Background: an optimization exercise with open tools, aiming at small area, a short achievable clock period and few clock cycles per item. Do not read the settings as production practice.
Where RTL was checked, it was by simulation tests only, not by an equivalence proof against the original.
No activity file was given, so power comes from the tool's default toggle rates.

Setup of job 2895:
## zlc_tilechk
module zlc_tilechk (
    input  wire         clk,
    input  wire         rst,          
    input  wire [15:0]  cfg_lenm1,    
    input  wire         in_valid,
    output wire         in_ready,
    input  wire [255:0] in_data,      
    input  wire         in_first,
    input  wire         in_last,
    output wire         res_valid,
    output wire [2:0]   res_check,    
    output wire [31:0]  res_crc       
);
For scale: about 3000 cells after synthesis, about 140 flip-flops, about 310 I/O pins.
Settings: LEC_CHECK=0, ABC_CLOCK_PERIOD_IN_PS=30000, CAP_MARGIN=20, CORE_MARGIN=2, CORE_UTILIZATION=50, SLEW_MARGIN=20; clock period 50.0 ns.
standard.sh (not shown) runs the stock make flow with config.mk's settings and CLKGATE_MAP_FILE= SYNTH_SCRIPT=/design/flow/synth_recipe.tcl, a recipe that flattens the netlist after the stock synthesis.
==> flow/flow/run.sh <==
#!/bin/bash
# Standard layout, with the ports buffered by sky130_fd_sc_hd__buf_2
# instead of the buffer that buffer_ports picks by default, and ORFS's timing
# repair aiming at a setup slack of SETUP_SLACK_MARGIN ns at the design's period.
set -e
export BUFFER_PORTS_ARGS="-buffer_cell sky130_fd_sc_hd__buf_2"
export SETUP_SLACK_MARGIN=36.0
bash standard.sh > standard.log 2>&1
Job 2895 was carried through to the last stage, and its layout satisfied the timing, DRC and antenna checks.
Testbench counts of job 2895, summed over its fixed seeds: cycles 66,901, entries 66,893.
diff inputs: job 2895 => job 430
Settings: TNS_END_PERCENT: unset -> 5; CORE_UTILIZATION: 50 -> 40.
[summary]
Job 430: total power higher than job 2895. Diff job 2895 -> job 430: final worst-path cycle share now smaller; worst hold slack now larger; wire length now larger; wire length of the first global-routing pass now larger; area of placed instances now larger.
> inputs changed (job 430 -> job 2276)
--- a/flow/flow/run.sh
+++ b/flow/flow/run.sh
@@ -7 +7 @@
-export SETUP_SLACK_MARGIN=36.0
+export SETUP_SLACK_MARGIN=36.5
Results
Per the comparison of job 2276 with job 430, largest net degree at the start of global routing climbed about 15%, power roughly the same, highest ir drop seen on vdd went up, sequential share of layout area stayed essentially flat.
A end point of the critical path of y_q[3] is what job 430 shows, while y_q[8] belongs to job 2276.
For job 6450, these inputs were changed with respect to job 2276:
Settings: TNS_END_PERCENT no longer set, was 5.
--- a/flow/flow/run.sh
+++ b/flow/flow/run.sh
@@ -2 +2 @@
-# Standard layout, with the ports buffered by sky130_fd_sc_hd__buf_2
+# Standard layout, with the ports buffered by sky130_fd_sc_hd__buf_1
@@ -6,2 +6,2 @@
-export BUFFER_PORTS_ARGS="-buffer_cell sky130_fd_sc_hd__buf_2"
-export SETUP_SLACK_MARGIN=36.5
+export BUFFER_PORTS_ARGS="-buffer_cell sky130_fd_sc_hd__buf_1"
+export SETUP_SLACK_MARGIN=36.0
## What came out
- Relative to job 2276, job 6450 improves register-to-register slack.
- Utilization was lower in job 6450 than in job 2276.
- Register fraction of the total cell area essentially unchanged between job 2276 and job 6450.
- When job 6450 is measured against job 2276, its arrival time at the worst endpoint turns out 0.40 ns higher.
- Area: job 6450 vs job 2276 -> job 6450 smaller
- Post-route clock period utilization, job 2276 and job 6450: lower on job 2276
- | maximum fanout along the worst path | lower: job 2276 |
- Comparing job 2276 with job 6450, the starting density of the core came out essentially unchanged.

---

Another version of the RTL of zlc_tilechk (not shown whole).
For scale: about 3100 cells after synthesis, about 140 flip-flops, roughly 310 I/O pins, about 27000 um2 of cells after synthesis.
==> flow/config.mk <==
export PLATFORM = sky130hd
export DESIGN_NAME = zlc_tilechk
export DESIGN_NICKNAME = zlc_tilechk
export VERILOG_FILES = /design/flow/design.v
export SDC_FILE = /design/flow/constraint.sdc
export NUM_CORES = 4
export LEC_CHECK = 0
export ABC_CLOCK_PERIOD_IN_PS = 30000
export CAP_MARGIN = 20
export CORE_MARGIN = 2
export CORE_UTILIZATION = 40
export SLEW_MARGIN = 20
==> flow/constraint.sdc <==
create_clock -name core_clock -period 50.0 [get_ports {clk}]
set_input_delay 10.0000 -clock core_clock [delete_from_list [all_inputs] [get_ports {clk}]]
set_output_delay 10.0000 -clock core_clock [all_outputs]
set_load 0.01 [all_outputs]
==> flow/flow/run.sh <==
#!/bin/bash
# Standard layout, with the ports buffered by sky130_fd_sc_hd__buf_2
# instead of the buffer that buffer_ports picks by default.
set -e
export BUFFER_PORTS_ARGS="-buffer_cell sky130_fd_sc_hd__buf_2"
export SETUP_SLACK_MARGIN=36.5
bash standard.sh > standard.log 2>&1
The starting point produced a clean layout.
Change:
--- a/flow/flow/run.sh
+++ b/flow/flow/run.sh
@@ -4,4 +4,4 @@
 set -e
 export BUFFER_PORTS_ARGS="-buffer_cell sky130_fd_sc_hd__buf_2"
-export SETUP_SLACK_MARGIN=36.5
+export SETUP_SLACK_MARGIN=36.0
 bash standard.sh > standard.log 2>&1
After rerunning: Maximum frequency fell slightly; power grows slightly; sequential share of layout area goes up by 0.20 points; wire length climbs by a few percent; synthesized cell count does not change; count of clock-buffer cells in the layout fell by 3; die area is unchanged.
Function was not checked in any run of this note: the RTL went through the layout flow alone.

re-timing with driven ports:
The flow's constraints put no driver on any port. The routed layouts listed below were extracted and timed again, unchanged, in two steps. Step 1 (the two cells are an assumption about what drives the block):
set clk [get_ports {clk}]
set_driving_cell -lib_cell sky130_fd_sc_hd__clkbuf_16 $clk
set_driving_cell -lib_cell sky130_fd_sc_hd__buf_2 [delete_from_list [all_inputs] $clk]
Step 2 moves the port delays by t, midway between the first and last clock arrival at a register: inputs arrive t later, outputs are due t later. That takes back most of the time a late clock gives input paths. Three values: ideal, step 1, step 2; two values: the first two.
run	shift t [ns]	setup slack, ns	worst setup path after step 2	slew at the worst register clock pin (ns)	worst slew at a driven data input, ns
job 2895	0.510	35.983 / 36.017 / 35.508	input to register	0.08 / 0.08	0.11
job 430	0.499	36.119 / 36.148 / 35.649	input to register	0.07 / 0.07	0.04
job 2276	0.499	36.138 / 36.173 / 35.674	input to register	0.07 / 0.07	0.06
job 6450	0.506	35.786 / 35.818 / 35.312	input to register	0.07 / 0.07	0.06
the first run of note 2	0.500	36.285 / 36.313 / 35.813	input to register	0.07 / 0.07	0.18
the second run of note 2	0.510	36.081 / 36.114 / 35.603	input to register	0.08 / 0.08	0.07
After both steps every run listed still meets setup and hold. For the second run of note 2, which loses most, drivers alone change the setup slack by +0.033 ns; drivers and shift together by -0.478 ns.
